From an optimization exercise on the open Yosys and OpenROAD flow, aimed at small area and a short achievable clock period; shortcuts taken in it are not production practice.
In this exercise RTL edits were held to simulation tests only and were not proved equivalent to the original.

## flow/design.v (module list and top-level ports; edited modules follow where they fit)
// module hl_imul: 1203 lines
// module hl_bitlen: 21 lines
// module hl_idiv: 128 lines
// module hl_imuldiv: 50 lines
// module hl_add82: 821 lines
// module hl_add66: 189 lines
// module hl_add64: 185 lines
module hl_imuldiv (
    input  wire        clk,
    input  wire        rst,
    input  wire        in_valid,
    input  wire [7:0]  in_op,
    input  wire        in_ct,
    input  wire [5:0]  in_s,
    input  wire [63:0] in_l,
    input  wire [63:0] in_r,
    output wire        mul_busy,
    output wire        mul_done,
    output wire [63:0] mul_result,
    output wire        mul_ov,
    output wire        div_busy,
    output wire        div_done,
    output wire [63:0] div_result,
    output wire        div_ov,
    output wire        div_dz
);
  // ...
==> flow/flow/run.sh <==
#!/bin/bash
# The standard layout, with the timing repair of floorplan, CTS and global
# route aiming at a shorter period than the clock's (the SDC is unchanged).
set -euo pipefail
bash standard.sh SETUP_SLACK_MARGIN=8 finish > standard_flow.log 2>&1
==> flow/standard.sh <==
#!/bin/bash
# synth_recipe.tcl (not shown) runs the flow's synth.tcl, then flattens the netlist and writes it again
# the make line also repeats each setting of config.mk as NAME=value (left out here)
make -C /OpenROAD-flow-scripts/flow DESIGN_CONFIG=/design/flow/config.mk WORK_HOME=/design/flow/orfs CLKGATE_MAP_FILE= SYNTH_SCRIPT=/design/flow/synth_recipe.tcl "${@:-finish}"
==> flow/config.mk <==
export PLATFORM = sky130hd
export DESIGN_NAME = hl_imuldiv
export DESIGN_NICKNAME = hl_imuldiv
export VERILOG_FILES = /design/flow/design.v
export SDC_FILE = /design/flow/constraint.sdc
export NUM_CORES = 4
export LEC_CHECK = 0
export ABC_AREA = 1
export CAP_MARGIN = 20
export CORE_MARGIN = 2
export CORE_UTILIZATION = 50
export SLEW_MARGIN = 20
export TNS_END_PERCENT = 10
==> flow/constraint.sdc <==
create_clock -name core_clock -period 14.0 [get_ports {clk}]
set_input_delay 2.8000 -clock core_clock [delete_from_list [all_inputs] [get_ports {clk}]]
set_output_delay 2.8000 -clock core_clock [all_outputs]
set_load 0.01 [all_outputs]
==> out/metrics.cfg, run 1 <==
[status]
status=no timing/DRC/antenna violations

[floorplan]
die_w_um=385
dieArea_mm2=0.148

[drt]
top_layer=met5

[cells_and_area]
final_common_cell=inv_1
utilization_pct=60.5
clockNetworkAreaShare_pct=2.26

[grt]
grt_pass1_wl_um=544000
grt_use_total_pct=51.1

[cts]
cts-root-buf=clkbuf_16
ctsResizeCount=639
clock_path_buffers=3
cts_max_level=2
path_clk_slew_ns=0.07
post_cts.repair.setup_buffers=129

[timing]
min_period_over_period_pct=44.6
relSlewSlack_pct=12.2
fin_skew_ns=0.0624
fmaxAchievable_mhz=160

[worst_setup_path]
startpoint_type=flip-flop
cp_slowest_stage_delay_ns=0.59
crit_top_cell=fa_1

[placed_design]
dpl.hpwl_um=287000

[synth]
synth_simple_gate_area_share_pct=14.9

==> inputs of run 2 (changes only) <==
--- a/flow/design.v
+++ b/flow/design.v
@@ -1185,24 +1185,26 @@
             hu_q  <= hu_in;
             sh_q  <= sh_in;
             hi_q  <= hi_in;
             im_q  <= im_in;
             nlast <= nlast_in;
             acc   <= rnd_in;
             idx   <= 2'd0;
             {bn, bt, bo} <= booth({r[15:0], 1'b0});
-        end else if (!post_q) begin
-            acc   <= sum[81:16];
+        end else begin
             rq    <= {sum[15:0], rq[63:16]};
             idx   <= idx + 2'd1;
             {bn, bt, bo} <= booth({rq[31:16], rq[15]});
-        end else begin
-            acc[63:0] <= fin;
-            ov        <= (im_q | sh_q) & sat;
+            if (!post_q) begin
+                acc <= sum[81:16];
+            end else begin
+                acc[63:0] <= fin;
+                ov        <= (im_q | sh_q) & sat;
+            end
         end
     end
 endmodule
 module hl_bitlen (
     input  wire [63:0] v,
     output reg  [6:0]  n
 );
     reg [7:0]  nz;
==> flow/config.mk (replaced) <==
export PLATFORM = sky130hd
export DESIGN_NAME = hl_imuldiv
export DESIGN_NICKNAME = hl_imuldiv
export VERILOG_FILES = /design/flow/design.v
export SDC_FILE = /design/flow/constraint.sdc
export NUM_CORES = 4
export LEC_CHECK = 0
export ABC_AREA = 1
export CAP_MARGIN = 20
export CORE_MARGIN = 2
export CORE_UTILIZATION = 40
export SLEW_MARGIN = 20
export TNS_END_PERCENT = 10
==> run 2 against run 1 <==
Non-clock buffer count down 82. Critical endpoint is now u_mul.acc[58]. Wire length is 3.9% higher. Clock skew up 0.031 ns. Largest cell class unchanged. Clock-buffer cell count is 12 higher. Still clean. Global-route usage is 7.3 points lower. Via count down 3.4%. Sequential share of layout area down 0.45 points.
==> out/metrics.cfg, run 2 <==
[cts]
cts_tree=done  ; unchanged
path_clk_slew_ns=0.06  ; was 0.07 ns
clock_sinks=452  ; unchanged
clock_path_buffers=3  ; unchanged
clkLatencyLatePin_ns=0.80  ; was 0.75 ns
cts_max_level=2  ; unchanged
cts_buffers=60  ; was 56
cts-root-buf=clkbuf_16  ; unchanged

[synth]
ys_seq_elements=452  ; unchanged
yosysUniqueCellTypes=86  ; was 82
ys.flop_type=edfxtp_1  ; unchanged
yosys-top-cells-area=fa_1 (16%), edfxtp_1 (9.6%), xor2_1 (9.2%), inv_1 (7.8%), o21ai_0 (7.7%)  ; was fa_1 (16%), edfxtp_1 (13%), xor2_1 (9.1%), inv_1 (7.9%), o21ai_0 (7.9%)
yosysWarnings=3  ; unchanged
synth_area_leader_cell=fa_1  ; unchanged
synth-seq-area-share_pct=15.8  ; was 16.7%
synth_edf_count=229  ; was 309
avgSynthCellArea_um2=7.26  ; was 7.31 um^2
syn-cell-area_mm2=0.0718  ; was 0.0727 mm^2
synth_top_area_share_pct=15.9  ; was 15.7%
async_flop_share_pct=0  ; unchanged
yosysMostFrequentCell=inv_1  ; unchanged
syn_nets=10900  ; was 11,000
synth_cells=9882  ; was 9,948
synthTopCellsByCount=inv_1 (1,490), nand2_1 (1,328), o21ai_0 (1,106)  ; was inv_1 (1,539), nand2_1 (1,324), o21ai_0 (1,147)

[grt]
antenna_found_initial=17  ; was 20
grt_use_total_pct=43.7  ; was 51.1%
grt_pass1_wl_um=569000  ; was 544,000 um
gr-total-overflow=0  ; unchanged
grt_max_degree=90  ; was 100
first_global_vias=74300  ; was 75,200

[cells_and_area]
final_common_cell=inv_1  ; unchanged
regMostFlops=u_mul.acc  ; unchanged
most-common-layout-cells=inv_1 (1,458), nand2_1 (1,306), o21ai_0 (1,038), xor2_1 (695), nor2_1 (663)  ; was inv_1 (1,482), nand2_1 (1,287), o21ai_0 (1,057), nor2_1 (657), xor2_1 (656)
multi_input_area_mm2=0.0544  ; was 0.0561 mm^2
fin_nets=11000  ; was 11,200
post-route-cell-area_mm2=0.0845  ; was 0.0871 mm^2
instances_no_fill=12400  ; was 12,100
drive_gt1_share_pct=10.7  ; was 13.6%
nFillCells=18000  ; was 13,100
syn_to_final_growth_pct=17.6  ; was 19.8%
largest_register_ff_count=66  ; unchanged
seqCellArea_mm2=0.0114  ; was 0.0122 mm^2

[worst_setup_path]
cp_num_buf_inv=5  ; was 7
crit_chain=inv_1 -> o22ai_1 -> xor2_1 -> fa_1 -> fa_1 -> inv_1 -> fa_1 -> inv_1 -> fa_1 -> fa_1 -> ha_1 -> a21oi_1 -> inv_1 -> a31oi_1 -> inv_1 -> a21oi_1 -> o21ai_0 -> a31oi_4 -> nor2_1 -> o21bai_1 -> nand3_2 -> nand2_2 -> o31ai_1  ; was clkinv_4 -> buf_12 -> buf_4 -> buf_16 -> o22ai_2 -> xor2_1 -> fa_2 -> clkinvlp_4 -> fa_1 -> inv_1 -> fa_1 -> fa_1 -> ha_1 -> ha_2 -> a21oi_1 -> inv_1 -> a31oi_1 -> o21ai_0 -> a21boi_0 -> o311ai_2 -> or2_2 -> nand3_2 -> nand2_1 -> o21ai_0
cp_max_fo=16  ; was 8
critPathCaptureType=flip-flop  ; unchanged
crit_slowest_cell=inv_1  ; was fa_2
cp_slowest_stage_delay_ns=0.59  ; about the same
crit_required_ns=14.60  ; was 14.67 ns
critPathKind=flip-flop to flip-flop  ; unchanged
critPathTopFamily=adder cells  ; unchanged
arrival_ns=6.99  ; was 6.91 ns
startpoint_type=flip-flop  ; unchanged

[drt]
via_per_inst=6.21  ; was 6.59
wl_per_cell_um=33.2  ; was 32.7 um
drc=0  ; unchanged
dr.pass1.iters=6  ; was 9
ant_nets=0  ; unchanged
vias=76800  ; was 79,600
wirelength_um=411000  ; was 395,000 um
drtIter0Drc=10200  ; was 12,700

[timing]
period_minus_slack_ns=6.39  ; was 6.24 ns
slew_violations=0  ; unchanged
layout_setup_ws_ns=7.61  ; was 7.76 ns
fin_skew_ns=0.0931  ; was 0.0624 ns
fmaxAchievable_mhz=157  ; was 160 MHz
finalHoldViolCount=0  ; unchanged
setup_viol=0  ; unchanged
fin_tns_setup_ns=0  ; unchanged
rsz0062_at_grt=yes  ; unchanged
tightestPinTransition_ns=1.29  ; was 1.30 ns
min_period_over_period_pct=45.6  ; was 44.6%
relSlewSlack_pct=13.1  ; was 12.2%

[worst_hold_path]
worstHoldPathType=flip-flop to flip-flop  ; unchanged

[placed_design]
dpl.hpwl_um=304000  ; was 287,000 um
pre_cts_ws_ns=4.96  ; was 6.07 ns
place.gp.congestion=1.04  ; was 1.13
postPlaceCellArea_mm2=0.0760  ; was 0.0763 mm^2
dp.cells=12000  ; was 11,600
io_buffers=280  ; unchanged

[job]
drv_cap=0  ; unchanged

[floorplan]
core-area_mm2=0.178  ; was 0.144 mm^2
dieArea_mm2=0.183  ; was 0.148 mm^2
die_w_um=428  ; was 385 um
die_y_um=428  ; was 385 um
initial_core_util_pct=40.2  ; was 50.5%
rows=155  ; was 139
io_pins=281  ; unchanged

[status]
status=no timing/DRC/antenna violations  ; unchanged

run 2: area by class of cell:
type / instances / share of cell area (%)
clock buffers: 80 / 2.05
diodes: 9 / 0.0267
well taps: 2355 / 3.49
repair buffers: 650 / 8.56
multi-input cells: 7192 / 64.4
repair inverters: 3 / 0.0400
inverters: 1605 / 7.53
clock inverters: 31 / 0.436
flip-flops and latches: 452 / 13.5
run 2: metrics by stage:
stage,utilization [%],hold WS (ns)
finish,47.3,0.416
global route,47.3,0.457
CTS,46.6,0.421
detailed placement,42.6,0.452
global placement,42.6,0.446
floorplan,-,0.421
run 2: worst paths after layout:
path,slack [ns],to,cells past startpoint,startpoint
max,7.61,u_mul.acc[58],23,u_mul.lq[51]
min,0.42,u_mul.rq[40],2,u_mul.rq[56]
max reg2reg,7.61,u_mul.acc[58],23,u_mul.lq[51]
min reg2reg,0.42,u_mul.rq[40],2,u_mul.rq[56]
run 2: metal layers:
layer  wire [um]  track usage, %
met4       47900            40.2
met3       39500            9.73
met5          50               0
met1      146000            51.0
met2      178000            66.9
run 2: cell families after synthesis:
| family | after synthesis | share of synthesized area (%) |
|---|---|---|
| AOI/OAI and AO/OA | 2621 | 20.7 |
| adders and majority gates | 898 | 21.6 |
| xor gates and xnor gates | 909 | 11.4 |
| muxes | 207 | 2.89 |
| DFF | 452 | 15.8 |
| and+or+nand+nor | 2548 | 15.2 |
| buffers and inverters | 2247 | 12.4 |
run 2: repair_timing:
action | CTS | global route
endpoints found under the hold margin | 0 | 0
endpoints found under the setup margin | 144 | 131
cloned | 45 | 3
hold buffers | 0 | 0
pin swaps | 55 | 62
gates resized for setup | 597 | 166
setup buffers | 113 | 58
run 2: worst reg2reg max path, cell delays in order (launching register included):
cell	delay, ns
edfxtp_1	0.43
inv_1	0.59
o22ai_1	0.25
xor2_1	0.20
fa_1	0.46
fa_1	0.53
inv_1	0.05
fa_1	0.35
inv_1	0.08
fa_1	0.43
fa_1	0.45
ha_1	0.43
a21oi_1	0.37
inv_1	0.12
a31oi_1	0.15
inv_1	0.07
a21oi_1	0.24
o21ai_0	0.21
a31oi_4	0.26
nor2_1	0.10
o21bai_1	0.17
nand3_2	0.14
nand2_2	0.11
o31ai_1	0.08
==> inputs of run 3 (changes only) <==
==> flow/flow/run.sh (replaced) <==
#!/bin/bash
# The standard layout, with the timing repair of floorplan, CTS and global
# route aiming at a shorter period than the clock's (the SDC is unchanged).
set -euo pipefail
bash standard.sh SETUP_SLACK_MARGIN=7.5 finish > standard_flow.log 2>&1
==> run 3 against run 2 <==
Synthesized cell count did not move. Highest routed layer unchanged. Maximum frequency fell by 1.7%. First-iteration DRC count fell by 2.5%. Still clean on timing, DRC and antenna. Critical path type unchanged. Clock skew fell by 0.022 ns. Sequential share of layout area rose by 0.16 points.
==> out/metrics.cfg, run 3 <==
[status]
status=no timing/DRC/antenna violations  ; unchanged

[grt]
grt_max_degree=90  ; unchanged
grt_pass1_wl_um=546000  ; was 569,000 um
first_global_vias=72100  ; was 74,300
antenna_found_initial=17  ; unchanged
grt_use_total_pct=41.6  ; was 43.7%
gr-total-overflow=0  ; unchanged

[cts]
clock_sinks=452  ; unchanged
path_clk_slew_ns=0.06  ; about the same
cts_max_level=2  ; unchanged
cts_buffers=59  ; was 60
clock_path_buffers=3  ; unchanged
cts-root-buf=clkbuf_16  ; unchanged
cts_tree=done  ; unchanged
clkLatencyLatePin_ns=0.77  ; was 0.80 ns

[floorplan]
die_w_um=428  ; unchanged
rows=155  ; unchanged
dieArea_mm2=0.183  ; unchanged
initial_core_util_pct=40.2  ; unchanged
io_pins=281  ; unchanged
core-area_mm2=0.178  ; unchanged
die_y_um=428  ; unchanged

[worst_setup_path]
cp-endpoint=u_mul.acc[65]  ; was u_mul.acc[58]
worstReg2RegEnd=u_mul.acc[65]  ; was u_mul.acc[58]
startpoint=u_mul.rq[15]  ; was u_mul.lq[51]
crit_slowest_cell=fa_1  ; was inv_1
cp_max_fo=33  ; was 16
startpoint_type=flip-flop  ; unchanged
arrival_ns=7.14  ; was 6.99 ns
worstRegToRegCells=27  ; was 23
cp_slowest_stage_delay_ns=0.50  ; was 0.59 ns
critPathCaptureType=flip-flop  ; unchanged
rrSetupSlack_ns=7.50  ; was 7.61 ns
crit_required_ns=14.64  ; was 14.60 ns
cp_num_buf_inv=5  ; unchanged
cp.depth=27  ; was 23
critPathKind=flip-flop to flip-flop  ; unchanged
critPathTopFamily=adder cells  ; unchanged
r2r-start=u_mul.rq[15]  ; was u_mul.lq[51]
crit_top_cell=nand2_1

[timing]
fmaxAchievable_mhz=154  ; was 157 MHz
setup_viol=0  ; unchanged
fin_skew_ns=0.0709  ; was 0.0931 ns
tightestPinTransition_ns=1.33  ; was 1.29 ns
fin_tns_setup_ns=0  ; unchanged
rsz0062_at_grt=yes  ; unchanged
finalHoldViolCount=0  ; unchanged
slew_violations=0  ; unchanged
period_minus_slack_ns=6.50  ; was 6.39 ns
relSlewSlack_pct=10.2  ; was 13.1%
min_period_over_period_pct=46.4  ; was 45.6%

[synth]
yosysUniqueCellTypes=86  ; unchanged
ys_seq_elements=452  ; unchanged
synthTopCellsByCount=inv_1 (1,490), nand2_1 (1,328), o21ai_0 (1,106)  ; unchanged
yosysMostFrequentCell=inv_1  ; unchanged
ys.flop_type=edfxtp_1  ; unchanged
avgSynthCellArea_um2=7.26  ; unchanged
synth-seq-area-share_pct=15.8  ; unchanged
synth_area_leader_cell=fa_1  ; unchanged
synth_edf_count=229  ; unchanged
syn-cell-area_mm2=0.0718  ; unchanged
yosys-top-cells-area=fa_1 (16%), edfxtp_1 (9.6%), xor2_1 (9.2%), inv_1 (7.8%), o21ai_0 (7.7%)  ; unchanged
yosysWarnings=3  ; unchanged
synth_cells=9882  ; unchanged
syn_nets=10900  ; unchanged
async_flop_share_pct=0  ; unchanged
synth_top_area_share_pct=15.9  ; unchanged

[cells_and_area]
seqCellArea_mm2=0.0114  ; about the same
drive_gt1_share_pct=10.4  ; was 10.7%
multi_input_area_mm2=0.0539  ; was 0.0544 mm^2
regMostFlops=u_mul.acc  ; unchanged
most-common-layout-cells=inv_1 (1,453), nand2_1 (1,305), o21ai_0 (1,052), xor2_1 (700), nor2_1 (663)  ; was inv_1 (1,458), nand2_1 (1,306), o21ai_0 (1,038), xor2_1 (695), nor2_1 (663)
utilization_pct=46.7  ; was 47.3%
fin_nets=11000  ; about the same
nFillCells=18100  ; was 18,000
syn_to_final_growth_pct=16.2  ; was 17.6%
final_common_cell=inv_1  ; unchanged
largest_register_ff_count=66  ; unchanged

[placed_design]
io_buffers=280  ; unchanged
dpl.hpwl_um=301000  ; was 304,000 um
place.gp.congestion=1.04  ; about the same

[worst_hold_path]
hold_path_startpoint=u_mul.rq[44]  ; was u_mul.rq[56]
worstHoldPathType=flip-flop to flip-flop  ; unchanged

[drt]
wirelength_um=399000  ; was 411,000 um
vias=76100  ; was 76,800
wl_per_cell_um=32.2  ; was 33.2 um
via_per_inst=6.14  ; was 6.21
drtIter0Drc=9946  ; was 10,200
dr.pass1.iters=9  ; was 6
drc=0  ; unchanged
ant_nets=0  ; unchanged

[job]
drv_cap=0  ; unchanged

run 3: cell counts after synthesis:
No cell type changed its count.
run 3: cell type report:
class	instances	share of cell area, %
multi-input cells	7190	64.7
clock inverters	33	0.408
clock buffers	77	1.98
repair inverters	2	0.0210
flip-flops and latches	452	13.7
well taps	2355	3.53
repair buffers	667	8.11
diodes	13	0.0390
inverters	1605	7.57
run 3: how the worst min path moves through the flow:
stage | to | slack (ns) | depth (start not counted)
after floorplan | u_mul.rq[34] | 0.42 | 2
after global routing | u_mul.rq[34] | 0.49 | 2
after detailed placement | u_mul.shamt[3] | 0.46 | 2
after CTS | u_mul.rq[28] | 0.47 | 2
after global placement | u_mul.shamt[0] | 0.45 | 2
final | u_mul.rq[28] | 0.46 | 2
run 3: through the flow:
stage | cell area (um^2) | hold WS [ns] | setup slack (ns) | std cells
after floorplan | 71800 | 0.421 | 7.73 | 9882
after global placement | 76000 | 0.446 | 5.12 | 12000
after detailed placement | 76000 | 0.459 | 4.97 | 12000
after CTS | 79500 | 0.468 | 7.40 | 12200
after global routing | 83400 | 0.491 | 7.31 | 12400
final | 83400 | 0.464 | 7.50 | 12400
run 3: logic make-up after synthesis:
kind of cell             share of synthesized area, %
AO/OA/AOI/OAI                                    20.7
adder cells (fa/ha/maj)                          21.6
XOR/XNOR                                         11.4
flip-flops                                       15.8
AND/OR/NAND/NOR                                  15.2
multiplexers                                     2.89
buffers and inverters                            12.4
run 3: worst register-to-register path, cell delays in order, from the launching register on:
cell,delay [ns]
dfxtp_4,0.46
buf_6,0.43
buf_8,0.46
xor2_1,0.22
fa_1,0.50
inv_1,0.07
fa_1,0.41
inv_1,0.08
fa_1,0.45
fa_1,0.48
ha_1,0.41
a21oi_1,0.19
inv_1,0.07
a31oi_1,0.22
a21boi_0,0.22
a21boi_2,0.34
o21ai_2,0.14
nand2_1,0.08
nand2_1,0.11
nand2_1,0.09
nand2_1,0.09
nand2_1,0.09
nand2_1,0.08
nand3_1,0.11
nand2_1,0.09
nand3_1,0.09
o2111ai_1,0.22
o21ai_0,0.15
run 3: per-layer routing:
layer	global-route usage [%]	wire length, um	vias to the layer above
met5	0.443	207	-
met4	36.8	45700	14
li1	-	-	32900
met2	64.1	174000	4988
met1	49.1	142000	36700
met3	8.53	37600	1443
run 3: what timing repair did:
item,CTS,global route
hold endpoints to repair,0,0
setup endpoints to repair,141,111
setup buffers,24,183
resized for setup,241,416
hold buffers,0,0
pin swaps,12,84
gates cloned,12,17

re-timing with driven ports:
The flow's constraints put no driver on any port. The routed layouts listed below were extracted and timed again, unchanged, in two steps. Step 1, drivers: a clkbuf_16 drives clk and a buf_2 each remaining input, both assumed. Step 2 adds t to the input delays and takes it off the output delays; t is the mean of the earliest and latest rising clock arrival at the registers after step 1. Input paths then give back, and output paths get back, about the clock's delay inside the block. a / b / c = ideal / step 1 / step 2; a / b = the first two.
run	t (ns)	setup WS [ns]	worst hold slack (ns)
run 1	0.809	7.755 / 7.755 / 7.755	0.466 / 0.466 / 0.466
run 2	0.841	7.610 / 7.610 / 7.610	0.416 / 0.416 / 0.416
run 3	0.825	7.500 / 7.500 / 7.500	0.464 / 0.464 / 0.464
After both steps setup and hold are still met in every run listed.
